This is an optimization exercise on Yosys and OpenROAD, whose aim is small area, a short achievable clock period and few clock cycles per item, not a production implementation. In this exercise RTL edits were held to simulation tests only and were not proved equivalent to the original. Power is estimated from default activity; no workload was simulated.

### flow/config.mk
export PLATFORM = sky130hd
export DESIGN_NAME = oz_outer_fill
export DESIGN_NICKNAME = oz_outer_fill
export VERILOG_FILES = /design/flow/design.v
export SDC_FILE = /design/flow/constraint.sdc
export NUM_CORES = 4
export LEC_CHECK = 0
export CAP_MARGIN = 20
export CORE_MARGIN = 2
export CORE_UTILIZATION = 40
export SLEW_MARGIN = 20
### flow/constraint.sdc
create_clock -name core_clock -period 15.0 [get_ports {clk}]
set_input_delay 3.0000 -clock core_clock [delete_from_list [all_inputs] [get_ports {clk}]]
set_output_delay 3.0000 -clock core_clock [all_outputs]
set_load 0.01 [all_outputs]
### flow/design.v
module oz_outer_fill (
    input  wire        clk,
    input  wire        rst,         
    input  wire        in_valid,
    output reg         in_ready,
    input  wire [7:0]  in_data,
    input  wire        in_erase,
    output reg         out_valid,
    output reg         out_fail,
    output wire [2:0]  out_cnt,
    output wire [23:0] out_pos,
    output wire [31:0] out_val
);
    function automatic [7:0] mul_a1(input [7:0] a);    
        mul_a1 = {a[6:0], 1'b0} ^ (a[7] ? 8'h1D : 8'h00);
    endfunction
    function automatic [7:0] gf_mul(input [7:0] a, input [7:0] b);
        reg [7:0] p;
        reg [7:0] x;
        integer   n;
        begin
            p = 8'h00;
            x = a;
            for (n = 0; n < 8; n = n + 1) begin
                p = p ^ (x & {8{b[n]}});
                x = mul_a1(x);
            end
            gf_mul = p;
        end
    endfunction
    function automatic [7:0] gf_sq(input [7:0] a);
        gf_sq = {a[6],
                 a[3] ^ a[5] ^ a[6],
                 a[5],
                 a[2] ^ a[4] ^ a[5] ^ a[7],
                 a[4] ^ a[6],
                 a[1] ^ a[4] ^ a[5] ^ a[6],
                 a[7],
                 a[0] ^ a[4] ^ a[6] ^ a[7]};
    endfunction
    function automatic [7:0] cm(input integer m, input [7:0] a);   
        case (m)
            0: cm = a;
            1: cm = mul_a1(a);
            2: cm = mul_a1(mul_a1(a));
            default: cm = mul_a1(mul_a1(mul_a1(a)));
        endcase
    endfunction
    function automatic [7:0] rom_x(input [5:0] p);      
        case (p)
            6'd0: rom_x = 8'ha1;
            6'd1: rom_x = 8'hde;
            6'd2: rom_x = 8'h6f;
            6'd3: rom_x = 8'hb9;
            6'd4: rom_x = 8'hd2;
            6'd5: rom_x = 8'h69;
            6'd6: rom_x = 8'hba;
            6'd7: rom_x = 8'h5d;
            6'd8: rom_x = 8'ha0;
            6'd9: rom_x = 8'h50;
            6'd10: rom_x = 8'h28;
            6'd11: rom_x = 8'h14;
            6'd12: rom_x = 8'h0a;
            6'd13: rom_x = 8'h05;
            6'd14: rom_x = 8'h8c;
            6'd15: rom_x = 8'h46;
            6'd16: rom_x = 8'h23;
            6'd17: rom_x = 8'h9f;
            6'd18: rom_x = 8'hc1;
            6'd19: rom_x = 8'hee;
            6'd20: rom_x = 8'h77;
            6'd21: rom_x = 8'hb5;
            6'd22: rom_x = 8'hd4;
            6'd23: rom_x = 8'h6a;
            6'd24: rom_x = 8'h35;
            6'd25: rom_x = 8'h94;
            6'd26: rom_x = 8'h4a;
            6'd27: rom_x = 8'h25;
            6'd28: rom_x = 8'h9c;
            6'd29: rom_x = 8'h4e;
            6'd30: rom_x = 8'h27;
            6'd31: rom_x = 8'h9d;
            6'd32: rom_x = 8'hc0;
            6'd33: rom_x = 8'h60;
            6'd34: rom_x = 8'h30;
            6'd35: rom_x = 8'h18;
            6'd36: rom_x = 8'h0c;
            6'd37: rom_x = 8'h06;
            6'd38: rom_x = 8'h03;
            6'd39: rom_x = 8'h8f;
            6'd40: rom_x = 8'hc9;
            6'd41: rom_x = 8'hea;
            6'd42: rom_x = 8'h75;
            6'd43: rom_x = 8'hb4;
            6'd44: rom_x = 8'h5a;
            6'd45: rom_x = 8'h2d;
            6'd46: rom_x = 8'h98;
            6'd47: rom_x = 8'h4c;
            6'd48: rom_x = 8'h26;
            6'd49: rom_x = 8'h13;
            6'd50: rom_x = 8'h87;
            6'd51: rom_x = 8'hcd;
            6'd52: rom_x = 8'he8;
            6'd53: rom_x = 8'h74;
            6'd54: rom_x = 8'h3a;
            6'd55: rom_x = 8'h1d;
            6'd56: rom_x = 8'h80;
            6'd57: rom_x = 8'h40;
            6'd58: rom_x = 8'h20;
            6'd59: rom_x = 8'h10;
            6'd60: rom_x = 8'h08;
            6'd61: rom_x = 8'h04;
            6'd62: rom_x = 8'h02;
            6'd63: rom_x = 8'h01;
            default: rom_x = 8'h00;
        endcase
    endfunction
    reg        ir_full;
    reg  [7:0] ir_sym;        
    reg        ir_erase;
    reg        recv;          
    reg        fwd, back;     
    reg  [5:0] idx;           
    reg  [2:0] nerr;          
    reg  [7:0] b  [0:3];
    reg  [5:0] pos[0:3];
    reg  [7:0] t;             
    reg  [1:0] k;             
    reg  [1:0] i;             
    reg  [3:0] bs;            
    reg  [1:0] asel;          
    reg  [3:0] step;          
    reg        prep, fin;     
    reg        chk;           
    reg        flast;         
    reg        klast;         
    assign out_cnt  = nerr;
    assign out_pos  = {pos[3], pos[2], pos[1], pos[0]};
    assign out_val  = {b[3], b[2], b[1], b[0]};
    wire       take   = recv && ir_full;
    wire       first  = (idx == 6'd0);
    wire       lastp  = (idx == 6'd63);
    wire [2:0] ncur   = first ? 3'd0 : nerr;
    wire [2:0] nnext  = (ir_erase && ncur != 3'd5) ? ncur + 3'd1 : ncur;
    wire [1:0] fm1    = nerr[1:0] - 2'd1;       
    wire       jend   = (i == fm1);             
    wire [7:0] xr     = rom_x(recv ? idx : pos[asel]);
    wire [7:0] bop  = ({8{bs[0]}} & b[0]) | ({8{bs[1]}} & b[1]) |
                      ({8{bs[2]}} & b[2]) | ({8{bs[3]}} & b[3]);
    wire [7:0] mb   = fwd ? bop : gf_sq(bop);
    wire [7:0] ma   = {t[7:1] & {7{~fin}}, t[0] | fin};
    wire [7:0] prod = gf_mul(ma, mb);
    wire [7:0] add = recv ? ir_sym : prod;
    reg  [7:0] base [0:3];
    reg  [3:0] ben;
    integer    q;
    always @(*) begin
        for (q = 0; q < 4; q = q + 1) begin
            ben[q] = take || ((fwd || (back && !prep)) && i == q) ||
                     (back && fin && k == q);
            if (recv)
                base[q] = first ? 8'h00 : cm(q, b[q]);
            else if (fwd || k == q)
                base[q] = b[q];
            else
                base[q] = 8'h00;
        end
    end
    reg bad;
    always @(*) begin
        bad = 1'b0;
        for (q = 0; q < 4; q = q + 1)
            if (q >= nerr && b[q] != 8'h00) bad = 1'b1;
    end
    wire done_cw  = take && lastp;
    wire solve_cw = done_cw && nnext != 3'd0 && nnext != 3'd5;
    wire back_end = back && ((chk && (bad || nerr == 3'd1)) ||
                             (fin && jend && k == 2'd0));
    wire recv_nx  = (recv && !solve_cw) || back_end;
    wire full_nx  = (in_valid && in_ready) || (ir_full && !take);
    always @(posedge clk) begin
        if (rst) begin
            in_ready  <= 1'b1;
            ir_full   <= 1'b0;
            recv      <= 1'b1;
            fwd       <= 1'b0;
            back      <= 1'b0;
            idx       <= 6'd0;
            out_valid <= 1'b0;
        end else begin
            in_ready  <= recv_nx || !full_nx;
            ir_full   <= full_nx;
            out_valid <= (done_cw && !solve_cw) || back_end;
            if (take)
                idx <= idx + 6'd1;
            if (solve_cw) begin
                recv <= 1'b0;
                fwd  <= 1'b1;
            end
            if (fwd && flast && klast) begin
                fwd  <= 1'b0;
                back <= 1'b1;
            end
            if (back_end) begin
                back <= 1'b0;
                recv <= 1'b1;
            end
        end
    end
    always @(posedge clk) begin
        if (in_ready) begin
            ir_sym   <= in_erase ? 8'h00 : in_data;
            ir_erase <= in_erase;
        end
        for (q = 0; q < 4; q = q + 1)
            if (ben[q]) b[q] <= base[q] ^ add;
        if (take) begin
            if (ir_erase && ncur < 3'd4)
                pos[ncur[1:0]] <= idx;
            if (ir_erase && ncur == 3'd0)
                t <= xr;
            nerr <= nnext;
            if (done_cw)
                out_fail <= (nnext != 3'd0);
            if (solve_cw) begin
                k     <= 2'd0;
                i     <= 2'd3;
                bs    <= 4'b0100;
                flast <= 1'b0;
                fin   <= 1'b0;
                klast <= (nnext == 3'd1);
                asel  <= (nnext == 3'd1) ? 2'd0 : 2'd1;
            end
        end
        if (fwd) begin
            i     <= i - 2'd1;
            bs    <= bs >> 1;
            flast <= (i == k + 2'd2);
            if (flast) begin
                t <= xr;
                if (klast) begin
                    k     <= fm1 - 2'd1;
                    i     <= fm1;
                    bs    <= 4'b0001 << fm1;
                    asel  <= fm1 - 2'd1;
                    step  <= 4'd0;
                    prep  <= 1'b1;
                    fin   <= 1'b0;
                    chk   <= 1'b1;
                end else begin
                    k     <= k + 2'd1;
                    i     <= 2'd3;
                    bs    <= 4'b0100;
                    flast <= (k == 2'd1);
                    klast <= (k + 2'd1 == fm1) || (k == 2'd1);
                    asel  <= ((k + 2'd1 == fm1) || (k == 2'd1)) ? fm1 : k + 2'd2;
                end
            end
        end
        if (back) begin
            step <= step + 4'd1;
            prep <= 1'b0;
            fin  <= (step == 4'd7);
            chk  <= 1'b0;
            if (prep) begin
                t    <= t ^ xr;
                asel <= jend ? k : i + 2'd1;
            end
            if (fin) begin
                t    <= xr;
                step <= 4'd0;
                prep <= 1'b1;
                if (jend) begin
                    k    <= k - 2'd1;
                    i    <= k;
                    bs   <= 4'b0001 << k;
                    asel <= k - 2'd1;
                end else begin
                    i    <= i + 2'd1;
                    bs   <= bs << 1;
                    asel <= k;
                end
            end
            if (back_end)
                out_fail <= chk && bad;
        end
    end
endmodule
### flow/flow/run.sh
#!/bin/bash
# Standard ORFS layout (the standard.sh, unchanged synthesis) with two changes:
# the port buffers are buf_4 cells instead of the default delay-buffer cells, and
# the resizer's setup repair aims for a larger slack margin than the 15 ns clock needs.
set -euo pipefail
export BUFFER_PORTS_ARGS="-buffer_cell sky130_fd_sc_hd__buf_4"
export SETUP_SLACK_MARGIN=10.5
bash standard.sh > make_layout.log 2>&1
### flow/standard.sh
#!/bin/bash
# synth_recipe.tcl (not shown) runs the flow's synth.tcl, then flattens the netlist and writes it again
# the make line also repeats each setting of config.mk as NAME=value (left out here)
make -C /OpenROAD-flow-scripts/flow DESIGN_CONFIG=/design/flow/config.mk WORK_HOME=/design/flow/orfs CLKGATE_MAP_FILE= SYNTH_SCRIPT=/design/flow/synth_recipe.tcl "${@:-finish}"
==> reports/summary.txt, run 1 <==
Post-Syn Instances -> 994
Die Footprint -> 0.02329 mm²
multi-input logic area -> 0.005549 mm²
post-CTS setup buffers -> 0
worst hold path endpoint -> chk$_SDFFE_PP0P_
Seq/Total Area, Yosys -> 32.86%
Synth Warn # -> 3
Ports -> 74
Via Count -> 7779
number of distinct library cells after synthesis -> 81
largest area contributor in the netlist -> edfxtp_1
syn avg cell area -> 8.888 µm²
Synthesized Nets -> 1029
r2r worst-path depth -> 11
crit share post-route -> 29.03%
share of total power in combinational logic -> 56.7%
total CTS buffers -> 9
endpoint type of the worst setup path -> primary output
via/cell ratio -> 5.956
switching share of power -> 43.89%
CTS sink count -> 108
Hold Path Stages -> 2
Critical Path RT -> 12.00 ns
Post-synth EDFFs -> 74
reg-to-reg startpoint -> fwd$_SDFFE_PP0P_
Post-DRT Antenna Nets -> 0
Clock Skew -> 0.01741 ns
worst path bufs/invs -> 1
1st-iter DRT viols -> 750
initial antenna violation count -> 0
reg2reg end -> b[1][5]$_DFFE_PP_
Clk pwr share -> 16.6%
share of cells above drive strength 1 -> 13.94%
crit path max fanout -> 19
worst slew pin tran -> 1.025 ns
CP delay by family, top -> flip-flops
Reg power frac -> 26.7%
TritonCTS clock tree -> done
Final Hold Fails -> 0
DR pass1 iterations -> 5
clk root buf -> clkbuf_16
ANT cells -> 0
setup slack at placement -> 11.03 ns
Final WS setup -> 10.65 ns
ys async rst share -> 0%
max incr delay on CP -> 0.76 ns
post-route cell area -> 0.009818 mm²
slowest stage cell, crit path -> edfxtp_1
Remaining Overflow, GRT -> 0
Die W -> 152.6 µm
ys flop type -> edfxtp_1
DRC Markers -> 0
worst path arrival time -> 1.35 ns
Worst setup SP type -> flip-flop
routability cong. -> 0.8671
PortBufs -> 73
worst reg2reg setup slack -> 11.12 ns
Layout area overhead -> 11.13%
ranking of synthesized cells by area -> edfxtp_1 (25%), dfxtp_1 (7.7%), xnor2_1 (5.7%), xor2_1 (5.7%), nand2_1 (5.4%)
sequential cell area -> 0.002904 mm²
Max Cap Viol -> 0
Post-Syn Area -> 0.008835 mm²
Pint -> 0.8311 mW
max-slew violations -> 0
post_cts resized -> 0
die extent in y -> 152.6 µm
Tmin final -> 4.354 ns
number of setup violations in the final report -> 0
Pleak -> 3.798 nW
CP cell instances -> buf_4
CTS Buffer Depth -> 2
first-pass GRT wire length -> 40350 µm
unrepaired setup endpoints after global routing -> no
Max Freq -> 0.2297 GHz
placed insts -> 1290
area of the core -> 0.02176 mm²
critical hold path startpoint -> chk$_SDFFE_PP0P_
CP Class -> reg2out
Slew headroom -> 31.70%
nets@finish -> 1056
status -> no timing/DRC/antenna violations
post-DP HPWL -> 18610 µm
power per cell area -> 150.9 mW/mm²
Post-DP Area -> 0.009513 mm²
vias in the first global route -> 7047
Net Switching -> 0.6502 mW
non-filler cells, final -> 1306
Fill cells -> 2133
H-tree levels -> 3
hold_ws -> 0.4832 ns
largest net degree at the start of global routing -> 34
top cell type's share of synthesized area -> 25.15%
routed len/inst -> 19.77 µm
CTS clk-pin slew, worst paths -> 0.08 ns
Starting Density -> 40.61%
Total Routing Usage GR -> 21.53%
VDD IR-drop max -> 0.08446 mV
Hold Crit Class -> reg2reg
Final TNS setup -> 0 ns
Clock Latency Late Sink -> 0.37 ns
hold_buf cts -> 0
num rows -> 54
drt total wl -> 25820 µm
#FFs+latches synth -> 108
-- placed cells by master (no fill, tap or decap), types with 4 or more instances in the layout --
cell type / instances
inv_1: 23
clkbuf_16: 9
nand3_1: 31
a221oi_1: 4
and3_1: 11
o22ai_1: 5
xnor3_1: 10
a41o_1: 7
xor2_1: 57
a211oi_1: 14
mux4_2: 8
a32oi_1: 4
a221o_1: 7
nor2b_1: 14
nand2b_1: 12
a31oi_1: 8
a22o_1: 11
or3_1: 4
a22oi_2: 7
a311oi_1: 6
dfxtp_1: 33
edfxtp_1: 74
a22oi_1: 31
nor2_1: 82
nand4_1: 4
nor4_1: 7
ha_1: 23
mux2i_4: 4
o221ai_1: 4
and2_1: 7
o31ai_1: 4
buf_4: 83
mux2i_1: 18
o21ai_0: 52
a21o_1: 7
a21oi_1: 75
nor3_1: 14
nand2_1: 127
o211ai_1: 9
xnor2_1: 58
-- state kept, by name, summed over array words and instances (netlist names), 2 cells and up --
| register | count |
|---|---|
| b | 32 |
| pos | 24 |
| ir_sym | 8 |
| t | 8 |
| idx | 6 |
| bs | 4 |
| step | 4 |
| nerr | 3 |
| asel | 2 |
| i | 2 |
| k | 2 |
-- cell families after synthesis --
family,after synthesis,share of synthesized area (%)
compound gates,280,22.05
xor+xnor,127,14.32
fa+ha+maj,23,3.257
buf+inv,90,4.419
flops,108,32.86
mux,34,5.580
simple gates,332,17.52
-- power groups by stage --
stage / registers [mW] / clock network (mW) / logic, mW
2_1_floorplan: 0.365 / 0 / 0.676
3_3_place_gp: 0.401 / 0 / 0.815
3_5_place_dp: 0.401 / 0 / 0.815
4_1_cts: 0.394 / 0.251 / 0.824
5_1_grt: 0.400 / 0.262 / 0.908
6_report: 0.396 / 0.246 / 0.839
-- cells in the mapped netlist, drive strengths merged (3+ instances only) --
cell / number
a22o: 13
nor2b: 14
a311oi: 6
o31a: 3
xnor3: 10
nor3: 15
a31oi: 8
dfxtp: 34
and2: 9
nand3: 31
o31ai: 5
xnor2: 59
a32oi: 4
nor4: 7
or3: 4
nor2: 84
o21ai: 54
edfxtp: 74
nand2: 128
a221oi: 5
a221o: 7
buf: 20
inv: 23
o221ai: 4
mux2i: 24
xor2: 58
clkbuf: 47
a22oi: 38
a21oi: 75
a21o: 7
a211oi: 14
or2: 3
nand4: 4
mux4: 8
o22ai: 5
o211ai: 9
or4: 3
ha: 23
a41o: 7
and3: 12
nand2b: 12
-- stage by stage --
stage               util [%]  power (mW)
global placement       43.73       1.216
detailed placement     43.73       1.216
finish                 45.13       1.481
global route           45.13       1.569
CTS                    45.13       1.469
floorplan                  -       1.041
-- worst max-delay path by stage --
stage                      start                 to  slack, ns  cells after the start
4_1_cts        nerr[0]$_DFFE_PP_         out_cnt[0]      10.63                      1
2_1_floorplan                rst  back$_SDFFE_PP0P_      11.38                      3
5_1_grt        nerr[0]$_DFFE_PP_         out_cnt[0]      10.57                      1
3_5_place_dp   nerr[0]$_DFFE_PP_         out_cnt[0]      11.03                      1
6_report       nerr[0]$_DFFE_PP_         out_cnt[0]      10.65                      1
3_3_place_gp   nerr[0]$_DFFE_PP_         out_cnt[0]      11.04                      1
-- area by class of cell --
type	count	share of cell area, %
inverter	23	0.8793
multi-input combinational	796	56.52
clock buffer	9	2.294
timing repair buffer	83	6.346
tap	280	3.568
sequential	108	29.58
clock inverter	7	0.8156
-- routing by layer --
| layer | share of wire [%] | GRT usage (%) | vias to the layer above |
|---|---|---|---|
| li1 | - | - | 3682 |
| met5 | 0 | 0 | - |
| met3 | 6.9 | 3.385 | 34 |
| met4 | 1.7 | 5.511 | 0 |
| met1 | 45 | 31.57 | 3741 |
| met2 | 46 | 33.16 | 322 |
Testbench counts, summed over its fixed seeds: cycles 185,943, items 2,400.
==> inputs of run 2 (changes only) <==
==> flow/run.sh (new file) <==
#!/bin/bash
# synth_recipe.tcl (not shown) runs the flow's synth.tcl, then flattens the netlist and writes it again
# the make line also repeats each setting of config.mk as NAME=value (left out here)
make -C /OpenROAD-flow-scripts/flow DESIGN_CONFIG=/design/flow/config.mk WORK_HOME=/design/flow/orfs CLKGATE_MAP_FILE= SYNTH_SCRIPT=/design/flow/synth_recipe.tcl finish
removed: flow/flow/run.sh
removed: flow/standard.sh
==> reports/summary.txt, run 2 <==
CP Class -> reg2out
Post-synth top cells -> nand2_1 (127), nor2_1 (82), a21oi_1 (75)
PortBufs -> 73 (unchanged)
Final Hold Fails -> 0 (unchanged)
ranking of synthesized cells by area -> edfxtp_1 (25%), dfxtp_1 (7.7%), xnor2_1 (5.7%), xor2_1 (5.7%), nand2_1 (5.4%)
worst path arrival time -> 1.74 ns (+0.39 ns)
max incr delay on CP -> 0.74 ns (-0.02 ns)
largest net degree at the start of global routing -> 40 (+18%)
worst reg2reg setup slack -> 10.98 ns (-0.14 ns)
placed insts -> 1291 (+0.078%)
power per cell area -> 148.6 mW/mm² (-1.5%)
die extent in y -> 152.6 µm (unchanged)
reg2reg end -> b[1][6]$_DFFE_PP_
CP cell instances -> clkdlybuf4s50_1
ys async rst share -> 0% (unchanged)
top cell type's share of synthesized area -> 25.15% (unchanged)
hold_buf cts -> 0 (unchanged)
Remaining Overflow, GRT -> 0 (unchanged)
clk root buf -> clkbuf_16
num rows -> 54 (unchanged)
unrepaired setup endpoints after global routing -> no
Total Routing Usage GR -> 21.38% (-0.15 points)
share of cells above drive strength 1 -> 6.621% (-7.3 points)
TritonCTS clock tree -> done
CP delay by family, top -> flip-flops
DRC Markers -> 0 (unchanged)
CTS sink count -> 108 (unchanged)
via/cell ratio -> 5.881 (-1.3%)
worst path bufs/invs -> 1 (unchanged)
Hold Path Stages -> 2 (unchanged)
Post-Syn Area -> 0.008835 mm² (unchanged)
Synthesized Nets -> 1029 (unchanged)
syn avg cell area -> 8.888 µm² (unchanged)
initial antenna violation count -> 1 (+1)
Layout area overhead -> 13.11%
Post-Syn Instances -> 994 (unchanged)
CTS Buffer Depth -> 2 (unchanged)
Via Count -> 7687 (-1.2%)
Post-DRT Antenna Nets -> 0 (unchanged)
Worst setup SP type -> flip-flop
crit path max fanout -> 19 (unchanged)
Total Power -> 1.485 mW (+0.26%)
non-filler cells, final -> 1307 (+0.077%)
max-slew violations -> 0 (unchanged)
number of setup violations in the final report -> 0 (unchanged)
nets@finish -> 1057 (+0.095%)
endpoint type of the worst setup path -> primary output
Die Footprint -> 0.02329 mm² (unchanged)
largest area contributor in the netlist -> edfxtp_1
ys flop type -> edfxtp_1
status -> no timing/DRC/antenna violations
Hold Crit Class -> reg2reg
Pleak -> 3.734 nW (-1.7%)
ANT cells -> 0 (unchanged)
r2r worst-path depth -> 10 (-1)
Die W -> 152.6 µm (unchanged)
Synth Warn # -> 3 (unchanged)
routed len/inst -> 19.31 µm (-2.3%)
commonest non-fill, non-tap cell in the layout -> nand2_1
total CTS buffers -> 9 (unchanged)
1st-iter DRT viols -> 878 (+17%)
Fill cells -> 2120 (-0.61%)
slowest stage cell, crit path -> edfxtp_1
Clock Latency Late Sink -> 0.35 ns (-0.02 ns)
#FFs+latches synth -> 108 (unchanged)
most common cell in the netlist -> nand2_1
crit share post-route -> 31.58% (+2.6 points)
critical hold path startpoint -> chk$_SDFFE_PP0P_
H-tree levels -> 3 (unchanged)
Post-synth EDFFs -> 74 (unchanged)
Tmin final -> 4.736 ns (+0.3825 ns)
vias in the first global route -> 7054 (+0.099%)
post-DP HPWL -> 18450 µm (-0.86%)
reg-to-reg startpoint -> bs[1]$_DFF_P_
Max Cap Viol -> 0 (unchanged)
VDD IR-drop max -> 0.1129 mV (+34%)
Top reg by flops -> b
Clock Skew -> 0.009936 ns (-0.007473 ns)
post-CTS setup buffers -> 0 (unchanged)
routability cong. -> 0.9022 (+4.0%)
number of distinct library cells after synthesis -> 81 (unchanged)
Max Freq -> 0.2111 GHz (-8.1%)
Seq/Total Area, Yosys -> 32.86% (unchanged)
Slew headroom -> 36.17% (+4.5 points)
Final TNS setup -> 0 ns (unchanged)
number of flip-flops in the largest register -> 32 (unchanged)
worst hold path endpoint -> chk$_SDFFE_PP0P_
Ports -> 74 (unchanged)
Critical Path RT -> 12.00 ns (about the same)
CTS clk-pin slew, worst paths -> 0.07 ns (about the same)
worst slew pin tran -> 0.9574 ns (-0.06710 ns)
first-pass GRT wire length -> 40050 µm (-0.74%)
drt total wl -> 25240 µm (-2.3%)
Starting Density -> 40.61% (unchanged)
commonest non-fill, non-tap cells in the layout -> nand2_1 (127), nor2_1 (82), a21oi_1 (75)
area of the core -> 0.02176 mm² (unchanged)
post_cts resized -> 0 (unchanged)
DR pass1 iterations -> 5 (unchanged)
-- run 2: cells by family (layout without fill, tap and decap cells) --
| logic type | after synthesis | after routing | synth area share, % |
|---|---|---|---|
| flops | 108 | 108 | 32.86 |
| buf+inv | 90 | 123 | 4.419 |
| mux | 34 | 34 | 5.580 |
| fa+ha+maj | 23 | 23 | 3.257 |
| simple gates | 332 | 332 | 17.52 |
| compound gates | 280 | 280 | 22.05 |
| xor+xnor | 127 | 127 | 14.32 |
-- run 2: power by group --
part | switching [mW] | leakage [nW] | internal, mW | total (mW)
clock | 0.107 | 0.147 | 0.128 | 0.234
combinational | 0.480 | 2.60 | 0.377 | 0.857
sequential | 0.0539 | 0.988 | 0.340 | 0.394
-- run 2: how the worst max path moves through the flow --
stage / endpoint / from / slack [ns] / cells past startpoint
after global routing: out_cnt[0] / nerr[0]$_DFFE_PP_ / 10.17 / 1
after detailed placement: out_cnt[0] / nerr[0]$_DFFE_PP_ / 10.65 / 1
final: out_cnt[0] / nerr[0]$_DFFE_PP_ / 10.26 / 1
after global placement: out_cnt[0] / nerr[0]$_DFFE_PP_ / 10.66 / 1
after CTS: out_cnt[0] / nerr[0]$_DFFE_PP_ / 10.25 / 1
after floorplan: back$_SDFFE_PP0P_ / rst / 11.38 / 3
-- run 2: layer usage --
metal / part of all wire [%] / track usage, %
met1: 46 / 31.26
met2: 45 / 32.82
met3: 7.0 / 2.901
met4: 2.0 / 6.614
met5: 0.052 / 0
-- run 2: final cells by class --
| type | count | area [µm²] | area share (%) |
|---|---|---|---|
| Inverter | 23 | 86.33 | 0.8639 |
| Clock inverter | 3 | 18.77 | 0.1878 |
| Timing Repair Buffer | 84 | 813.3 | 8.138 |
| Multi-Input combinational cell | 796 | 5549 | 55.53 |
| Clock buffer | 13 | 271.5 | 2.717 |
| Tap cell | 280 | 350.3 | 3.506 |
| Sequential cell | 108 | 2904 | 29.06 |
-- run 2: through the flow --
step / worst slack [ns] / hold slack [ns] / util (%) / instance area (µm²)
floorplan: 11.38 / 0.4323 / - / 8835
finish: 10.26 / 0.4740 / 45.93 / 9993
global placement: 10.66 / 0.4652 / 44.60 / 9703
global route: 10.17 / 0.5039 / 45.93 / 9993
detailed placement: 10.65 / 0.4576 / 44.60 / 9703
CTS: 10.25 / 0.4762 / 45.93 / 9993
==> inputs of run 3 (changes only) <==
--- a/flow/design.v
+++ b/flow/design.v
@@ -48,70 +48,31 @@
     endfunction
-    function automatic [7:0] rom_x(input [5:0] p);      
-        case (p)
-            6'd0: rom_x = 8'ha1;
-            6'd1: rom_x = 8'hde;
-            6'd2: rom_x = 8'h6f;
-            6'd3: rom_x = 8'hb9;
-            6'd4: rom_x = 8'hd2;
-            6'd5: rom_x = 8'h69;
-            6'd6: rom_x = 8'hba;
-            6'd7: rom_x = 8'h5d;
-            6'd8: rom_x = 8'ha0;
-            6'd9: rom_x = 8'h50;
-            6'd10: rom_x = 8'h28;
-            6'd11: rom_x = 8'h14;
-            6'd12: rom_x = 8'h0a;
-            6'd13: rom_x = 8'h05;
-            6'd14: rom_x = 8'h8c;
-            6'd15: rom_x = 8'h46;
-            6'd16: rom_x = 8'h23;
-            6'd17: rom_x = 8'h9f;
-            6'd18: rom_x = 8'hc1;
-            6'd19: rom_x = 8'hee;
-            6'd20: rom_x = 8'h77;
-            6'd21: rom_x = 8'hb5;
-            6'd22: rom_x = 8'hd4;
-            6'd23: rom_x = 8'h6a;
-            6'd24: rom_x = 8'h35;
-            6'd25: rom_x = 8'h94;
-            6'd26: rom_x = 8'h4a;
-            6'd27: rom_x = 8'h25;
-            6'd28: rom_x = 8'h9c;
-            6'd29: rom_x = 8'h4e;
-            6'd30: rom_x = 8'h27;
-            6'd31: rom_x = 8'h9d;
-            6'd32: rom_x = 8'hc0;
-            6'd33: rom_x = 8'h60;
-            6'd34: rom_x = 8'h30;
-            6'd35: rom_x = 8'h18;
-            6'd36: rom_x = 8'h0c;
-            6'd37: rom_x = 8'h06;
-            6'd38: rom_x = 8'h03;
-            6'd39: rom_x = 8'h8f;
-            6'd40: rom_x = 8'hc9;
-            6'd41: rom_x = 8'hea;
-            6'd42: rom_x = 8'h75;
-            6'd43: rom_x = 8'hb4;
-            6'd44: rom_x = 8'h5a;
-            6'd45: rom_x = 8'h2d;
-            6'd46: rom_x = 8'h98;
-            6'd47: rom_x = 8'h4c;
-            6'd48: rom_x = 8'h26;
-            6'd49: rom_x = 8'h13;
-            6'd50: rom_x = 8'h87;
-            6'd51: rom_x = 8'hcd;
-            6'd52: rom_x = 8'he8;
-            6'd53: rom_x = 8'h74;
-            6'd54: rom_x = 8'h3a;
-            6'd55: rom_x = 8'h1d;
-            6'd56: rom_x = 8'h80;
-            6'd57: rom_x = 8'h40;
-            6'd58: rom_x = 8'h20;
-            6'd59: rom_x = 8'h10;
-            6'd60: rom_x = 8'h08;
-            6'd61: rom_x = 8'h04;
-            6'd62: rom_x = 8'h02;
-            6'd63: rom_x = 8'h01;
-            default: rom_x = 8'h00;
-        endcase
+    function automatic [7:0] mul_am1(input [7:0] a);   
+        mul_am1 = {1'b0, a[7:1]} ^ (a[0] ? 8'h8E : 8'h00);
+    endfunction
+    function automatic [7:0] rom_x(input [5:0] p);
+        reg [7:0] h;
+        begin
+            case (p[5:2])
+            4'd0: h = 8'ha1;
+            4'd1: h = 8'hd2;
+            4'd2: h = 8'ha0;
+            4'd3: h = 8'h0a;
+            4'd4: h = 8'h23;
+            4'd5: h = 8'h77;
+            4'd6: h = 8'h35;
+            4'd7: h = 8'h9c;
+            4'd8: h = 8'hc0;
+            4'd9: h = 8'h0c;
+            4'd10: h = 8'hc9;
+            4'd11: h = 8'h5a;
+            4'd12: h = 8'h26;
+            4'd13: h = 8'he8;
+            4'd14: h = 8'h80;
+            4'd15: h = 8'h08;
+                default: h = 8'h00;
+            endcase
+            if (p[0]) h = mul_am1(h);
+            if (p[1]) h = mul_am1(mul_am1(h));
+            rom_x = h;
+        end
     endfunction
==> flow/flow/run.sh (new file) <==
#!/bin/bash
# Standard ORFS layout (the standard.sh, unchanged synthesis) with two changes:
# the port buffers are buf_4 cells instead of the default delay-buffer cells, and
# the resizer's setup repair aims for a larger slack margin than the 15 ns clock needs.
set -euo pipefail
export BUFFER_PORTS_ARGS="-buffer_cell sky130_fd_sc_hd__buf_4"
export SETUP_SLACK_MARGIN=11.0
bash standard.sh > make_layout.log 2>&1
==> flow/standard.sh (new file) <==
#!/bin/bash
# synth_recipe.tcl (not shown) runs the flow's synth.tcl, then flattens the netlist and writes it again
# the make line also repeats each setting of config.mk as NAME=value (left out here)
make -C /OpenROAD-flow-scripts/flow DESIGN_CONFIG=/design/flow/config.mk WORK_HOME=/design/flow/orfs CLKGATE_MAP_FILE= SYNTH_SCRIPT=/design/flow/synth_recipe.tcl "${@:-finish}"
--- a/flow/config.mk
+++ b/flow/config.mk
@@ -9,3 +9,3 @@
 export CORE_MARGIN = 2
-export CORE_UTILIZATION = 40
+export CORE_UTILIZATION = 65
 export SLEW_MARGIN = 20
removed: flow/run.sh
==> reports/summary.txt, run 3 <==
#FFs+latches synth -> 108 (unchanged)
via/cell ratio -> 6.683 (+14%)
status -> no timing/DRC/antenna violations
Post-DRT Antenna Nets -> 0 (unchanged)
share of cells above drive strength 1 -> 18.04% (+11 points)
Final Hold Fails -> 0 (unchanged)
Max Cap Viol -> 0 (unchanged)
Seq/Total Area, Yosys -> 32.89% (+0.037 points)
adder-cell share of the synthesized area -> 2.977% (-0.28 points)
CTS sink count -> 108 (unchanged)
Remaining Overflow, GRT -> 0 (unchanged)
Tmin final -> 4.024 ns (-0.7123 ns)
Max Freq -> 0.2485 GHz (+18%)
die extent in y -> 120.5 µm (-21%)
num rows -> 42 (-22%)
DRC Markers -> 0 (unchanged)
Critical Path RT -> 12.00 ns (about the same)
commonest non-fill, non-tap cells in the layout -> buf_4 (116), nand2_1 (93), nor2_1 (82)
largest family of logic cells by synthesized area -> compound AO/OA/AOI/OAI gates
ys async rst share -> 0% (unchanged)
CP cell instances -> buf_6
crit share post-route -> 26.83% (-4.7 points)
post-route cell area -> 0.009942 mm² (-0.51%)
max-slew violations -> 0 (unchanged)
ANT cells -> 0 (unchanged)
area of the core -> 0.01324 mm² (-39%)
slowest stage cell, crit path -> edfxtp_1
number of flip-flops in the largest register -> 32 (unchanged)
Hold Crit Class -> reg2reg
Worst setup SP type -> flip-flop
Synthesized Nets -> 993 (-3.5%)
CTS clk-pin slew, worst paths -> 0.08 ns (about the same)
initial antenna violation count -> 0 (-1)
first-pass GRT wire length -> 39180 µm (-2.2%)
Top reg by flops -> b
H-tree levels -> 3 (unchanged)
Post-Syn Area -> 0.008825 mm² (-0.11%)
Layout area overhead -> 12.66%
proportion of synthesized area in mux cells -> 6.451% (+0.87 points)
Post-synth EDFFs -> 74 (unchanged)
Die W -> 120.5 µm (-21%)
Compound-Gate Fraction of Synth Area -> 19.89% (-2.2 points)
Die Footprint -> 0.01453 mm² (-38%)
Synth Warn # -> 3 (unchanged)
Post-Syn Instances -> 960 (-3.4%)
max incr delay on CP -> 0.49 ns (-0.25 ns)
vias in the first global route -> 7334 (+4.0%)
Post-DP Area -> 0.009318 mm² (-4.0%)
worst path arrival time -> 1.02 ns (-0.72 ns)
ranking of synthesized cells by area -> edfxtp_1 (25%), dfxtp_1 (7.7%), xnor2_1 (6.2%), xor2_1 (5.6%), nand2_1 (4.0%)
worst path bufs/invs -> 1 (unchanged)
largest area contributor in the netlist -> edfxtp_1
total CTS buffers -> 9 (unchanged)
power per cell area -> 91.37 mW/mm² (-39%)
Pleak -> 3.843 nW (+2.9%)
utilization after layout -> 75.08% (+29 points)
syn avg cell area -> 9.192 µm² (+3.4%)
clk root buf -> clkbuf_16
most common cell in the netlist -> nand2_1
Clock Skew -> 0.007557 ns (-0.002379 ns)
Total Routing Usage GR -> 34.59% (+13 points)
endpoint type of the worst setup path -> primary output
PortBufs -> 73 (unchanged)
routed len/inst -> 21.03 µm (+8.9%)
top cell type's share of synthesized area -> 25.18% (+0.029 points)
largest net degree at the start of global routing -> 37 (-7.5%)
Clock Latency Late Sink -> 0.36 ns (about the same)
CTS Buffer Depth -> 2 (unchanged)
sequential cell area -> 0.002909 mm² (+0.17%)
number of distinct library cells after synthesis -> 95 (+17%)
Starting Density -> 66.64% (+26 points)
Fill cells -> 962 (-55%)
DR pass1 iterations -> 6 (+1)
Via Count -> 8066 (+4.9%)
ys flop type -> edfxtp_1
Slew headroom -> 30.47% (-5.7 points)
TritonCTS clock tree -> done
number of setup violations in the final report -> 0 (unchanged)
Simple-Gate Fraction of Synth Area -> 17.48% (-0.037 points)
post-DP HPWL -> 17980 µm (-2.6%)
CP delay by family, top -> flip-flops
unrepaired setup endpoints after global routing -> yes
Ports -> 74 (unchanged)
1st-iter DRT viols -> 1180 (+34%)
worst slew pin tran -> 1.039 ns (+0.08170 ns)
commonest non-fill, non-tap cell in the layout -> buf_4
crit path max fanout -> 2 (-17)
multi-input logic area -> 0.005464 mm² (-1.5%)
CP Class -> reg2out
routability cong. -> 1.004 (+11%)
drt total wl -> 25380 µm (+0.57%)
nets@finish -> 1059 (+0.19%)
VDD IR-drop max -> 0.07957 mV (-30%)
fraction of synthesized cell area in xor and xnor cells -> 14.97% (+0.65 points)
Final TNS setup -> 0 ns (unchanged)
Post-synth top cells -> nand2_1 (93), nor2_1 (82), edfxtp_1 (74)
run 3: repair_timing:
| item | 4_1_cts | 5_1_grt |
|---|---|---|
| setup endpoints to repair | 33 | 21 |
| gates resized for setup | 4 | 4 |
| hold buffers | 0 | 0 |
| cloned | 0 | 0 |
| setup buffers | 32 | 5 |
| pin swaps | 0 | 0 |
run 3: cell type report:
class / instances / area share, %
clock buffers: 9 / 2.265
multi-input cells: 754 / 54.96
well taps: 176 / 2.215
flip-flops and latches: 108 / 29.26
inverters: 34 / 1.284
clock inverters: 7 / 0.9187
repair buffers: 119 / 9.099
run 3: worst paths after layout:
check / endpoint / slack (ns) / from / cells after the start
setup reg to reg: b[0][0]$_DFFE_PP_ / 11.24 / b[0][1]$_DFFE_PP_ / 12
hold / removal: chk$_SDFFE_PP0P_ / 0.51 / chk$_SDFFE_PP0P_ / 2
hold reg to reg: chk$_SDFFE_PP0P_ / 0.51 / chk$_SDFFE_PP0P_ / 2
setup / recovery: out_val[25] / 10.98 / b[3][1]$_DFFE_PP_ / 1
run 3: per-stage QoR:
| step | std cells | hold WS [ns] | worst slack (ns) | total power [mW] |
|---|---|---|---|---|
| 2_1_floorplan | 960 | 0.4552 | 11.38 | 0.5765 |
| 3_5_place_dp | 1154 | 0.4899 | 11.15 | 0.6420 |
| 5_1_grt | 1207 | 0.5636 | 10.97 | 0.9405 |
| 6_report | 1207 | 0.5075 | 10.98 | 0.9084 |
| 3_3_place_gp | 1154 | 0.4752 | 11.19 | 0.6337 |
| 4_1_cts | 1202 | 0.5081 | 10.98 | 0.8968 |
run 3: cells by family after synthesis:
family	after synthesis
buffers and inverters	98
DFF	108
adders and majority gates	21
AOI/OAI and AO/OA	240
xor gates and xnor gates	131
muxes	44
and+or+nand+nor	318
run 3: report_power, final:
part           total [mW]  switching [mW]  internal (mW)
Combinational       0.293           0.169          0.124
Sequential          0.366          0.0308          0.335
Clock               0.250           0.128          0.122
run 3: metal layers:
metal	global-route usage, %	vias to the layer above	routed length, µm
met5	0	-	0
li1	-	3624	-
met1	48.97	3881	10540
met4	13.59	0	926
met2	53.14	474	11610
met3	5.802	87	2301
Testbench counts of run 3, summed over its fixed seeds: cycles 185,943, items 2,400.
==> inputs of run 4 (changes only) <==
--- a/flow/config.mk
+++ b/flow/config.mk
@@ -9,3 +9,3 @@
 export CORE_MARGIN = 2
-export CORE_UTILIZATION = 65
+export CORE_UTILIZATION = 40
 export SLEW_MARGIN = 20
==> reports/summary.txt, run 4 <==
routability cong. -> 0.8819 (-12%)
WP depth -> 1 (unchanged)
nets@finish -> 1059 (unchanged)
Post-DRT Antenna Nets -> 0 (unchanged)
Synthesized Nets -> 993 (unchanged)
Top reg by flops -> b
Max Freq -> 0.2506 GHz (+0.84%)
crit path max fanout -> 2 (unchanged)
total CTS buffers -> 9 (unchanged)
Synth Warn # -> 3 (unchanged)
routed len/inst -> 18.62 µm (-11%)
placed insts -> 1259 (+9.1%)
Max Cap Viol -> 0 (unchanged)
number of distinct library cells after synthesis -> 95 (unchanged)
#FFs+latches synth -> 108 (unchanged)
H-tree levels -> 3 (unchanged)
Ports -> 74 (unchanged)
crit share post-route -> 26.60% (-0.22 points)
Remaining Overflow, GRT -> 0 (unchanged)
CP delay by family, top -> flip-flops
VDD IR-drop max -> 0.07191 mV (-9.6%)
Fill cells -> 2117 (+120%)
CTS Buffer Depth -> 2 (unchanged)
slowest stage cell, crit path -> edfxtp_1
Layout area overhead -> 14.05%
Die W -> 152.5 µm (+27%)
max incr delay on CP -> 0.47 ns (-0.02 ns)
Via Count -> 7460 (-7.5%)
most common cell in the netlist -> nand2_1
Hold Crit Class -> reg2reg
r2r worst-path depth -> 11 (-1)
max-slew violations -> 0 (unchanged)
syn avg cell area -> 9.192 µm² (unchanged)
area of the core -> 0.02176 mm² (+64%)
clk root buf -> clkbuf_16
CTS clk-pin slew, worst paths -> 0.08 ns (about the same)
commonest non-fill, non-tap cells in the layout -> buf_4 (116), nand2_1 (93), nor2_1 (82)
hold_ws -> 0.5041 ns (-0.003327 ns)
initial antenna violation count -> 0 (unchanged)
largest net degree at the start of global routing -> 30 (-19%)
Starting Density -> 40.56% (-26 points)
unrepaired setup endpoints after global routing -> yes
endpoint type of the worst setup path -> primary output
die extent in y -> 152.5 µm (+27%)
drt total wl -> 24410 µm (-3.8%)
1st-iter DRT viols -> 549 (-53%)
Critical Path RT -> 12.00 ns (about the same)
ys flop type -> edfxtp_1
metal2 WL -> 10980 µm (-5.4%)
ANT cells -> 0 (unchanged)
Tmin final -> 3.991 ns (-0.03340 ns)
top routing layer in use -> met4
Die Footprint -> 0.02327 mm² (+60%)
top cell type's share of synthesized area -> 25.18% (unchanged)
Final Hold Fails -> 0 (unchanged)
Clock Skew -> 0.007454 ns (-0.0001029 ns)
num rows -> 54 (+29%)
ranking of synthesized cells by area -> edfxtp_1 (25%), dfxtp_1 (7.7%), xnor2_1 (6.2%), xor2_1 (5.6%), nand2_1 (4.0%)
post-DP HPWL -> 17880 µm (-0.56%)
worst slew pin tran -> 1.016 ns (-0.02271 ns)
Worst setup SP type -> flip-flop
Final TNS setup -> 0 ns (unchanged)
Clock Latency Late Sink -> 0.36 ns (about the same)
DR pass1 iterations -> 5 (-1)
Post-synth top cells -> nand2_1 (93), nor2_1 (82), edfxtp_1 (74)
number of setup violations in the final report -> 0 (unchanged)
commonest non-fill, non-tap cell in the layout -> buf_4
Seq/Total Area, Yosys -> 32.89% (unchanged)
ys async rst share -> 0% (unchanged)
worst path arrival time -> 0.99 ns (-0.03 ns)
power per cell area -> 89.76 mW/mm² (-1.8%)
Post-Syn Instances -> 960 (unchanged)
vias in the first global route -> 6795 (-7.3%)
status -> no timing/DRC/antenna violations
largest area contributor in the netlist -> edfxtp_1
non-filler cells, final -> 1311 (+8.6%)
CP Class -> reg2out
first-pass GRT wire length -> 38020 µm (-3.0%)
DRC Markers -> 0 (unchanged)
Hold Path Stages -> 2 (unchanged)
Post-Syn Area -> 0.008825 mm² (unchanged)
CP cell instances -> buf_6
Total Routing Usage GR -> 20.35% (-14 points)
Pleak -> 3.837 nW (-0.16%)
share of cells above drive strength 1 -> 17.85% (-0.19 points)
number of flip-flops in the largest register -> 32 (unchanged)
worst path bufs/invs -> 1 (unchanged)
CTS sink count -> 108 (unchanged)
met1 WL -> 11570 µm (+9.8%)
TritonCTS clock tree -> done
Post-synth EDFFs -> 74 (unchanged)
Slew headroom -> 31.99% (+1.5 points)
PortBufs -> 73 (unchanged)
via/cell ratio -> 5.690 (-15%)
DR WL met3 -> 1359 µm (-41%)
-- run 4: final timing paths --
check                          from                end  slack, ns
hold / removal     chk$_SDFFE_PP0P_   chk$_SDFFE_PP0P_       0.50
setup reg to reg  b[0][7]$_DFFE_PP_  b[2][7]$_DFFE_PP_      11.18
setup / recovery  b[0][5]$_DFFE_PP_         out_val[5]      11.01
hold reg to reg    chk$_SDFFE_PP0P_   chk$_SDFFE_PP0P_       0.50
-- run 4: per-layer routing --
metal	vias up	track usage (%)
met5	-	0
met2	245	31.83
li1	3627	-
met4	0	5.423
met1	3550	29.68
met3	38	2.759
-- run 4: timing repair --
action,in CTS,in global routing
gates resized for setup,2,4
setup buffers,35,1
setup endpoints to repair,35,9
hold buffers,0,0
cloned,0,0
hold endpoints to repair,0,0
-- run 4: layout make-up --
class	count	area, µm²	share of cell area [%]
multi-input cells	754	5456	54.21
flip-flops and latches	108	2908	28.89
repair buffers	119	904.6	8.988
well taps	280	350.3	3.481
clock buffers	9	225.2	2.238
inverters	34	127.6	1.268
clock inverters	7	92.59	0.9199
-- run 4: worst register-to-register path, cell delays in order (launching register included) --
cell      delay, ns
edfxtp_1       0.42
buf_4          0.17
a22oi_1        0.37
nand2_1        0.15
xnor3_1        0.46
nor2_2         0.06
xnor2_2        0.42
nand3_1        0.17
xnor3_1        0.42
xnor2_1        0.48
mux2i_4        0.23
xor2_1         0.21
-- run 4: cell families (layout without fill, tap and decap cells) --
kind of cell             after synthesis  count (layout)  synth area share [%]
AND/OR/NAND/NOR                      318             318                 17.48
flip-flops                           108             108                 32.89
buffers and inverters                 98             169                 5.331
multiplexers                          44              44                 6.451
AO/OA/AOI/OAI                        240             240                 19.89
adder cells (fa/ha/maj)               21              21                 2.977
XOR/XNOR                             131             131                 14.97
-- run 4: through the flow --
step	power, mW	utilization, %	setup slack (ns)	area [µm²]
after floorplan	0.5765	-	11.38	8825
after global placement	0.6391	43.46	11.19	9455
after detailed placement	0.6410	43.46	11.16	9455
after CTS	0.9017	46.15	11.01	10040
after global routing	0.9465	46.26	11.00	10060
final	0.9034	46.26	11.01	10060
-- run 4: where the power goes --
group | leakage, nW | internal (mW) | total [mW] | switching, mW
logic | 2.68 | 0.124 | 0.284 | 0.160
registers | 1.01 | 0.335 | 0.366 | 0.0306
clock network | 0.155 | 0.134 | 0.254 | 0.120
==> inputs of run 5 (changes only) <==
--- a/flow/flow/run.sh
+++ b/flow/flow/run.sh
@@ -6,3 +6,3 @@
 export BUFFER_PORTS_ARGS="-buffer_cell sky130_fd_sc_hd__buf_4"
-export SETUP_SLACK_MARGIN=11.0
+export SETUP_SLACK_MARGIN=11.4
 bash standard.sh > make_layout.log 2>&1
==> reports/summary.txt, run 5 <==
status -> no timing/DRC/antenna violations
critical hold path startpoint -> chk$_SDFFE_PP0P_
Hold Path Stages -> 2 (unchanged)
post-route cell area -> 0.01068 mm² (+6.1%)
reg2reg end -> b[2][7]$_DFFE_PP_
worst reg2reg setup slack -> 11.51 ns (+0.33 ns)
Worst setup SP type -> flip-flop
initial antenna violation count -> 0 (unchanged)
via/cell ratio -> 5.709 (+0.33%)
share of cells above drive strength 1 -> 23.67% (+5.8 points)
Slew headroom -> 31.49% (-0.50 points)
Critical Path RT -> 12.00 ns (about the same)
metal2 WL -> 11920 µm (+8.5%)
PortBufs -> 73 (unchanged)
CTS Buffer Depth -> 2 (unchanged)
Post-synth EDFFs -> 74 (unchanged)
number of distinct library cells after synthesis -> 95 (unchanged)
Layout area overhead -> 21.05%
Ports -> 74 (unchanged)
ys async rst share -> 0% (unchanged)
Post-DRT Antenna Nets -> 0 (unchanged)
max-slew violations -> 0 (unchanged)
Final TNS setup -> 0 ns (unchanged)
placed insts -> 1258 (-0.079%)
largest area contributor in the netlist -> edfxtp_1
largest family of logic cells by synthesized area -> compound AO/OA/AOI/OAI gates
Total Power -> 0.9257 mW (+2.5%)
worst hold path endpoint -> chk$_SDFFE_PP0P_
clk root buf -> clkbuf_16
Total Routing Usage GR -> 21.47% (+1.1 points)
vias in the first global route -> 7073 (+4.1%)
top routing layer in use -> met4
nets@finish -> 1084 (+2.4%)
most common cell in the netlist -> nand2_1
CTS clk-pin slew, worst paths -> 0.08 ns (about the same)
Top reg by flops -> b
CP Class -> reg2out
utilization after layout -> 49.10% (+2.8 points)
Final Hold Fails -> 0 (unchanged)
number of flip-flops in the largest register -> 32 (unchanged)
worst path bufs/invs -> 1 (unchanged)
sequential cell area -> 0.002918 mm² (+0.34%)
fraction of synthesized cell area in xor and xnor cells -> 14.97% (unchanged)
first-pass GRT wire length -> 40040 µm (+5.3%)
DR WL met3 -> 1280 µm (-5.8%)
VDD IR-drop max -> 0.05339 mV (-26%)
max incr delay on CP -> 0.47 ns (about the same)
syn avg cell area -> 9.192 µm² (unchanged)
DR pass1 iterations -> 5 (unchanged)
reg-to-reg startpoint -> b[2][6]$_DFFE_PP_
power per cell area -> 86.65 mW/mm² (-3.5%)
H-tree levels -> 3 (unchanged)
post-DP HPWL -> 18090 µm (+1.2%)
hold_ws -> 0.5034 ns (-0.0007060 ns)
Starting Density -> 40.56% (unchanged)
met1 WL -> 11850 µm (+2.4%)
CTS sink count -> 108 (unchanged)
Max Cap Viol -> 0 (unchanged)
Clock Skew -> 0.009682 ns (+0.002228 ns)
Post-DP Area -> 0.009454 mm² (about the same)
ys flop type -> edfxtp_1
Die W -> 152.5 µm (unchanged)
Synth Warn # -> 3 (unchanged)
unrepaired setup endpoints after global routing -> yes
Max Freq -> 0.2502 GHz (-0.14%)
routed len/inst -> 19.07 µm (+2.4%)
multi-input logic area -> 0.005650 mm² (+3.6%)
Compound-Gate Fraction of Synth Area -> 19.89% (unchanged)
r2r worst-path depth -> 12 (+1)
number of setup violations in the final report -> 0 (unchanged)
Post-Syn Area -> 0.008825 mm² (unchanged)
Via Count -> 7627 (+2.2%)
Pleak -> 4.064 nW (+5.9%)
worst slew pin tran -> 1.024 ns (+0.007502 ns)
Seq/Total Area, Yosys -> 32.89% (unchanged)
non-filler cells, final -> 1336 (+1.9%)
setup slack at placement -> 11.16 ns (-0.002300 ns)
slowest stage cell, crit path -> edfxtp_1
crit share post-route -> 26.64% (+0.037 points)
commonest non-fill, non-tap cells in the layout -> nand2_1 (91), buf_4 (82), nor2_1 (77)
Post-synth top cells -> nand2_1 (93), nor2_1 (82), edfxtp_1 (74)
Fill cells -> 2052 (-3.1%)
proportion of synthesized area in mux cells -> 6.451% (unchanged)
Post-Syn Instances -> 960 (unchanged)
Tmin final -> 3.996 ns (+0.005600 ns)
DRC Markers -> 0 (unchanged)
total CTS buffers -> 9 (unchanged)
crit path max fanout -> 2 (unchanged)
TritonCTS clock tree -> done
endpoint type of the worst setup path -> primary output
Synthesized Nets -> 993 (unchanged)
Simple-Gate Fraction of Synth Area -> 17.48% (unchanged)
largest net degree at the start of global routing -> 30 (unchanged)
#FFs+latches synth -> 108 (unchanged)
CP delay by family, top -> flip-flops
num rows -> 54 (unchanged)
CP cell instances -> buf_6
ranking of synthesized cells by area -> edfxtp_1 (25%), dfxtp_1 (7.7%), xnor2_1 (6.2%), xor2_1 (5.6%), nand2_1 (4.0%)
ANT cells -> 0 (unchanged)
Final WS setup -> 11.00 ns (-0.005600 ns)
worst path arrival time -> 1.00 ns (about the same)
routability cong. -> 0.8536 (-3.2%)
die extent in y -> 152.5 µm (unchanged)
Hold Crit Class -> reg2reg
commonest non-fill, non-tap cell in the layout -> nand2_1
area of the core -> 0.02176 mm² (unchanged)
Clock Latency Late Sink -> 0.36 ns (about the same)
Remaining Overflow, GRT -> 0 (unchanged)
1st-iter DRT viols -> 697 (+27%)
Die Footprint -> 0.02327 mm² (unchanged)
drt total wl -> 25470 µm (+4.3%)
adder-cell share of the synthesized area -> 2.977% (unchanged)
top cell type's share of synthesized area -> 25.18% (unchanged)
## run 5: repair_timing
| item | CTS | global route |
|---|---|---|
| endpoints found under the setup margin | 91 | 101 |
| buffers inserted | 44 | 18 |
| endpoints found under the hold margin | 0 | 0 |
| hold buffers | 0 | 0 |
| pin swaps | 0 | 4 |
| gates resized for setup | 64 | 47 |
## run 5: kinds of logic after synthesis
family,after synthesis
adder cells (fa/ha/maj),21
buffers and inverters,98
multiplexers,44
AO/OA/AOI/OAI,240
flip-flops,108
XOR/XNOR,131
AND/OR/NAND/NOR,318
## run 5: routing by layer
layer | global-route usage, % | vias to the layer above
li1 | - | 3675
met1 | 31.15 | 3678
met2 | 33.81 | 246
met3 | 3.043 | 28
met4 | 5.511 | 0
met5 | 0 | -
## run 5: where the power goes
group          switching (mW)  internal [mW]  leakage [nW]
registers              0.0322          0.335          1.01
clock network           0.129          0.119         0.146
logic                   0.169          0.141          2.91
## run 5: layout make-up
class / instances / share of cell area, %
Sequential cell: 108 / 27.31
Inverter: 34 / 1.195
Multi-Input combinational cell: 754 / 52.89
Timing Repair Buffer: 144 / 12.46
Tap cell: 280 / 3.279
Clock inverter: 7 / 0.7496
Clock buffer: 9 / 2.108
## run 5: how the worst max path moves through the flow
stage,cells past startpoint,slack [ns],start,endpoint
floorplan,0,11.43,in_ready$_SDFF_PP1_,in_ready
global placement,1,11.17,nerr[0]$_DFFE_PP_,out_cnt[0]
detailed placement,1,11.16,nerr[0]$_DFFE_PP_,out_cnt[0]
CTS,1,11.01,b[0][5]$_DFFE_PP_,out_val[5]
global route,1,10.98,b[0][1]$_DFFE_PP_,out_val[1]
finish,1,11.00,b[0][0]$_DFFE_PP_,out_val[0]
==> inputs of run 6 (changes only) <==
==> flow/flow/run.sh (replaced) <==
#!/bin/bash
# The standard layout (standard.sh: ORFS synthesis with synth_recipe.tcl, then
# floorplan to finish) with three changes, none to the design's registers or constraints:
#  - ABC maps the logic with an area-oriented script (flow/abc_area.script) in place of
#    ORFS's delay-oriented abc_speed.script; ORFS's scripts are otherwise used unchanged,
#    from a copy whose abc_speed.script is replaced;
#  - the port buffers are buf_4 cells instead of the default delay-buffer cells;
#  - the resizer's setup repair aims for more slack than the 15 ns clock needs.
set -euo pipefail
here=$(pwd)
rm -rf "$here/orfs_scripts"
cp -r "$FLOW_HOME/scripts" "$here/orfs_scripts"
cp "$here/flow/abc_area.script" "$here/orfs_scripts/abc_speed.script"
export SCRIPTS_DIR="$here/orfs_scripts"
export BUFFER_PORTS_ARGS="-buffer_cell sky130_fd_sc_hd__buf_4"
export SETUP_SLACK_MARGIN=10.7
bash standard.sh > make_layout.log 2>&1
==> flow/flow/abc_area.script (new file) <==
strash
&get -n
&fraig -x
&put
scorr
dc2
strash
&get -n
&dch -f
&nf -R 1000
&put
==> reports/summary.txt, run 6 <==
post-route cell area -> 0.008513 mm² (-20%)
worst hold path endpoint -> chk$_SDFFE_PP0P_
VDD IR-drop max -> 0.06163 mV (+15%)
vias in the first global route -> 5895 (-17%)
largest net degree at the start of global routing -> 25 (-17%)
ys flop type -> edfxtp_1
most common cell in the netlist -> nor2_1
Seq/Total Area, Yosys -> 40.26% (+7.4 points)
Worst setup SP type -> flip-flop
number of setup violations in the final report -> 0 (unchanged)
Synthesized Nets -> 800 (-19%)
crit share post-route -> 27.64% (+1.0 points)
Layout area overhead -> 18.06%
number of flip-flops in the largest register -> 32 (unchanged)
Die W -> 138.3 µm (-9.4%)
PortBufs -> 73 (unchanged)
post-DP HPWL -> 14920 µm (-18%)
Total Routing Usage GR -> 21.16% (-0.32 points)
Clock Latency Late Sink -> 0.37 ns (about the same)
num rows -> 49 (-9.3%)
CTS Buffer Depth -> 2 (unchanged)
Hold Path Stages -> 2 (unchanged)
ranking of synthesized cells by area -> edfxtp_1 (31%), xnor2_1 (11%), dfxtp_1 (9.4%), xor2_1 (7.4%), nor2_1 (4.9%)
CP cell instances -> buf_4
worst path arrival time -> 1.15 ns (+0.15 ns)
initial antenna violation count -> 0 (unchanged)
area of the core -> 0.01784 mm² (-18%)
first-pass GRT wire length -> 32430 µm (-19%)
worst reg2reg setup slack -> 10.89 ns (-0.62 ns)
critical hold path startpoint -> chk$_SDFFE_PP0P_
nets@finish -> 898 (-17%)
Synth Warn # -> 3 (unchanged)
Max Freq -> 0.2412 GHz (-3.6%)
Ports -> 74 (unchanged)
ys async rst share -> 0% (unchanged)
Total Power -> 1.110 mW (+20%)
Max Cap Viol -> 0 (unchanged)
Slew headroom -> 28.76% (-2.7 points)
H-tree levels -> 3 (unchanged)
die extent in y -> 138.3 µm (-9.4%)
Via Count -> 6203 (-19%)
largest area contributor in the netlist -> edfxtp_1
drt total wl -> 20340 µm (-20%)
CP Class -> reg2out
Critical Path RT -> 12.00 ns (about the same)
Post-DP Area -> 0.008090 mm² (-14%)
Pleak -> 3.148 nW (-23%)
crit path max fanout -> 8 (+6)
Final TNS setup -> 0 ns (unchanged)
Clock Skew -> 0.01098 ns (+0.001301 ns)
max-slew violations -> 0 (unchanged)
Final Hold Fails -> 0 (unchanged)
number of distinct library cells after synthesis -> 44 (-54%)
commonest non-fill, non-tap cells in the layout -> nor2_1 (94), xnor2_1 (89), buf_4 (87)
routed len/inst -> 18.51 µm (-2.9%)
status -> no timing/DRC/antenna violations
via/cell ratio -> 5.644 (-1.1%)
CP delay by family, top -> flip-flops
1st-iter DRT viols -> 484 (-31%)
commonest non-fill, non-tap cell in the layout -> nor2_1
slowest stage cell, crit path -> edfxtp_1
Post-synth top cells -> nor2_1 (94), xnor2_1 (89), nand2_1 (76)
TritonCTS clock tree -> done
endpoint type of the worst setup path -> primary output
Die Footprint -> 0.01912 mm² (-18%)
worst slew pin tran -> 1.057 ns (+0.03349 ns)
max incr delay on CP -> 0.56 ns (+0.09 ns)
#FFs+latches synth -> 108 (unchanged)
Post-Syn Area -> 0.007211 mm² (-18%)
syn avg cell area -> 9.401 µm² (+2.3%)
ANT cells -> 0 (unchanged)
metal2 WL -> 9316 µm (-22%)
reg2reg end -> b[3][4]$_DFFE_PP_
CTS sink count -> 108 (unchanged)
Starting Density -> 40.42% (-0.15 points)
clk root buf -> clkbuf_16
worst path bufs/invs -> 1 (unchanged)
Top reg by flops -> b
Post-synth EDFFs -> 74 (unchanged)
Tmin final -> 4.146 ns (+0.1495 ns)
routability cong. -> 0.8838 (+3.5%)
reg-to-reg startpoint -> fin$_DFF_P_
Hold Crit Class -> reg2reg
CTS clk-pin slew, worst paths -> 0.08 ns (about the same)
total CTS buffers -> 9 (unchanged)
DR WL met3 -> 1260 µm (-1.6%)
top routing layer in use -> met4
unrepaired setup endpoints after global routing -> yes
Remaining Overflow, GRT -> 0 (unchanged)
hold_buf cts -> 0 (unchanged)
Post-DRT Antenna Nets -> 0 (unchanged)
DR pass1 iterations -> 7 (+2)
r2r worst-path depth -> 11 (-1)
share of cells above drive strength 1 -> 14.02% (-9.7 points)
WP depth -> 1 (unchanged)
Post-Syn Instances -> 767 (-20%)
DRC Markers -> 0 (unchanged)
top cell type's share of synthesized area -> 30.82% (+5.6 points)
met1 WL -> 9326 µm (-21%)
power per cell area -> 130.4 mW/mm² (+51%)
run 6: cell types whose count changed after synthesis, moves of 20 or more:
cell      delta
clkbuf_1    -36
a211oi_1    -22
a21oi_1     +31
nand3_1     -20
clkinv_1    +22
xnor2_1     +27
inv_1       -34
run 6: kinds of logic (layout without fill, tap and decap cells):
family / Yosys count / in the layout / synth area share (%)
AOI/OAI and AO/OA: 183 / 183 / 15.93
xor gates and xnor gates: 150 / 150 / 18.22
adders and majority gates: 21 / 21 / 3.644
buffers and inverters: 22 / 125 / 1.145
DFF: 108 / 108 / 40.26
muxes: 29 / 29 / 5.084
and+or+nand+nor: 254 / 254 / 15.72
run 6: cell type report:
class	count	area [µm²]
Clock buffer	9	225.2
Clock inverter	7	86.33
Fill cell	1724	9328
Inverter	22	83.83
Multi-Input combinational cell	637	4272
Sequential cell	108	2907
Tap cell	229	286.5
Timing Repair Buffer	87	653.1
run 6: stage by stage:
| step | util, % | hold WS, ns | cells | setup slack [ns] |
|---|---|---|---|---|
| detailed placement | 45.35 | 0.4593 | 1075 | 10.37 |
| global route | 47.72 | 0.5213 | 1099 | 10.69 |
| global placement | 45.35 | 0.4490 | 1075 | 10.60 |
| CTS | 47.12 | 0.4787 | 1091 | 10.71 |
| floorplan | - | 0.4323 | 767 | 11.21 |
| finish | 47.72 | 0.4805 | 1099 | 10.85 |
run 6: power by group:
part           total (mW)  switching, mW  leakage (nW)  internal (mW)
clock network       0.253          0.132         0.151          0.121
registers           0.366         0.0291         0.993          0.337
logic               0.491          0.256          2.00          0.235
run 6: layer usage:
metal  global-route usage (%)  up-vias
met3                    2.944       37
met1                    30.02     2956
met4                    7.411        0
met5                        0        -
met2                    33.30      230
li1                         -     2980
run 6: how the worst max path moves through the flow:
stage / startpoint / endpoint / slack, ns
final: b[1][7]$_DFFE_PP_ / out_val[15] / 10.85
after global routing: asel[0]$_DFF_P_ / t[2]$_DFF_P_ / 10.69
after CTS: b[3][5]$_DFFE_PP_ / b[2][3]$_DFFE_PP_ / 10.71
after detailed placement: recv$_SDFFE_PP1P_ / t[2]$_DFF_P_ / 10.37
after global placement: recv$_SDFFE_PP1P_ / t[1]$_DFF_P_ / 10.60
after floorplan: recv$_SDFFE_PP1P_ / t[0]$_DFF_P_ / 11.21
run 6: what timing repair did:
action                                  4_1_cts  5_1_grt
cloned                                        0        0
resized for setup                             2       13
endpoints found under the setup margin        6       41
buffers inserted                              0        8
endpoints found under the hold margin         0        0
==> inputs of run 7 (changes only) <==
--- a/flow/flow/run.sh
+++ b/flow/flow/run.sh
@@ -15,3 +15,3 @@
 export BUFFER_PORTS_ARGS="-buffer_cell sky130_fd_sc_hd__buf_4"
-export SETUP_SLACK_MARGIN=10.7
+export SETUP_SLACK_MARGIN=11.0
 bash standard.sh > make_layout.log 2>&1
==> reports/summary.txt, run 7 <==
first-pass GRT wire length -> 33150 µm (+2.2%)
Compound-Gate Fraction of Synth Area -> 15.93% (unchanged)
worst slew pin tran -> 1.063 ns (+0.005531 ns)
CTS clk-pin slew, worst paths -> 0.08 ns (about the same)
DR pass1 iterations -> 5 (-2)
non-filler cells, final -> 1143 (+4.0%)
post-DP HPWL -> 14920 µm (unchanged)
setup slack at placement -> 10.37 ns (unchanged)
number of distinct library cells after synthesis -> 44 (unchanged)
Post-synth top cells -> nor2_1 (94), xnor2_1 (89), nand2_1 (76)
CP Class -> reg2out
Simple-Gate Fraction of Synth Area -> 15.72% (unchanged)
Max Cap Viol -> 0 (unchanged)
endpoint type of the worst setup path -> primary output
largest net degree at the start of global routing -> 25 (unchanged)
Worst setup SP type -> flip-flop
status -> no timing/DRC/antenna violations
PortBufs -> 73 (unchanged)
CP delay by family, top -> flip-flops
routability cong. -> 0.8838 (unchanged)
unrepaired setup endpoints after global routing -> yes
Seq/Total Area, Yosys -> 40.26% (unchanged)
Post-synth EDFFs -> 74 (unchanged)
Tmin final -> 4.001 ns (-0.1452 ns)
number of setup violations in the final report -> 0 (unchanged)
placed insts -> 1075 (unchanged)
Post-DRT Antenna Nets -> 0 (unchanged)
Via Count -> 6384 (+2.9%)
most common cell in the netlist -> nor2_1
via/cell ratio -> 5.585 (-1.0%)
fraction of synthesized cell area in xor and xnor cells -> 18.22% (unchanged)
crit path max fanout -> 3 (-5)
Clock Latency Late Sink -> 0.37 ns (about the same)
CTS sink count -> 108 (unchanged)
reg-to-reg startpoint -> b[1][4]$_DFFE_PP_
ys async rst share -> 0% (unchanged)
Synth Warn # -> 3 (unchanged)
Final TNS setup -> 0 ns (unchanged)
Fill cells -> 1703 (-1.2%)
total CTS buffers -> 9 (unchanged)
share of cells above drive strength 1 -> 19.04% (+5.0 points)
1st-iter DRT viols -> 611 (+26%)
clk root buf -> clkbuf_16
switching share of power -> 37.92% (+0.27 points)
proportion of synthesized area in mux cells -> 5.084% (unchanged)
commonest non-fill, non-tap cell in the layout -> buf_4
TritonCTS clock tree -> done
max-slew violations -> 0 (unchanged)
Net Switching -> 0.4295 mW (+2.7%)
power per cell area -> 126.6 mW/mm² (-2.9%)
number of flip-flops in the largest register -> 32 (unchanged)
Die Footprint -> 0.01912 mm² (unchanged)
Critical Path RT -> 12.00 ns (about the same)
top cell type's share of synthesized area -> 30.82% (unchanged)
worst path bufs/invs -> 1 (unchanged)
critical hold path startpoint -> chk$_SDFFE_PP0P_
ys flop type -> edfxtp_1
Reg power frac -> 31.7% (-1.3 points)
num rows -> 49 (unchanged)
Total Routing Usage GR -> 21.70% (+0.54 points)
Clk pwr share -> 22.4% (-0.4 points)
Final Hold Fails -> 0 (unchanged)
Top reg by flops -> b
worst reg2reg setup slack -> 11.20 ns (+0.31 ns)
die extent in y -> 138.3 µm (unchanged)
drt total wl -> 20900 µm (+2.7%)
routed len/inst -> 18.28 µm (-1.2%)
max incr delay on CP -> 0.47 ns (-0.09 ns)
Final WS setup -> 11.00 ns (+0.1452 ns)
reg2reg end -> b[3][4]$_DFFE_PP_
Post-Syn Area -> 0.007211 mm² (unchanged)
## run 7: cell count changes in the layout (fill, tap and decap cells not counted), sizes merged
cell and change:
buf +44
## run 7: kinds of logic (layout without fill, tap and decap cells)
logic type               Yosys count  count (layout)
adder cells (fa/ha/maj)           21              21
buffers and inverters             22             169
AO/OA/AOI/OAI                    183             183
flip-flops                       108             108
AND/OR/NAND/NOR                  254             254
multiplexers                      29              29
XOR/XNOR                         150             150
## run 7: tightest hold or removal path, cell delays in order (launching register included)
cell	delay, ns
dfxtp_1	0.34
nor2_1	0.05
nor2_1	0.07
## run 7: routing by layer
| metal | vias up | wire [µm] | GRT usage, % |
|---|---|---|---|
| li1 | 3057 | - | - |
| met1 | 3052 | 9434 | 30.79 |
| met2 | 235 | 9632 | 33.87 |
| met3 | 40 | 1278 | 3.256 |
| met4 | 0 | 550 | 7.787 |
| met5 | - | 0 | 0 |
## run 7: timing repair
action                     CTS  global route
setup buffers               37            15
gates cloned                 0             0
resized for setup           18            23
setup endpoints to repair   74            50
## run 7: area by class of cell
class	count	area, µm²	share of cell area [%]
clock buffer	9	225.2	2.518
clock inverter	7	86.33	0.9652
inverter	22	87.58	0.9792
multi-input combinational	637	4333	48.44
sequential	108	2913	32.56
tap	229	286.5	3.203
timing repair buffer	131	1013	11.33
## run 7: through the flow
step	hold WS, ns	utilization [%]	instance area, µm²
2_1_floorplan	0.4323	-	7211
3_3_place_gp	0.4490	45.35	8090
3_5_place_dp	0.4593	45.35	8090
4_1_cts	0.4787	48.94	8732
5_1_grt	0.5213	50.14	8945
6_report	0.4809	50.14	8945
## run 7: power by group through the flow
stage	clock network, mW	logic [mW]	registers, mW
floorplan	0	0.394	0.365
detailed placement	0	0.481	0.373
global placement	0	0.479	0.373
CTS	0.257	0.507	0.359
global route	0.268	0.568	0.362
finish	0.253	0.520	0.359
## run 7: worst max path at each step
stage,start,endpoint,slack (ns),cells after the start
finish,b[0][4]$_DFFE_PP_,out_val[4],11.00,1
global route,b[0][4]$_DFFE_PP_,out_val[4],10.97,1
CTS,b[1][7]$_DFFE_PP_,out_val[15],10.98,1
detailed placement,recv$_SDFFE_PP1P_,t[2]$_DFF_P_,10.37,15
global placement,recv$_SDFFE_PP1P_,t[1]$_DFF_P_,10.60,16
floorplan,recv$_SDFFE_PP1P_,t[0]$_DFF_P_,11.21,16
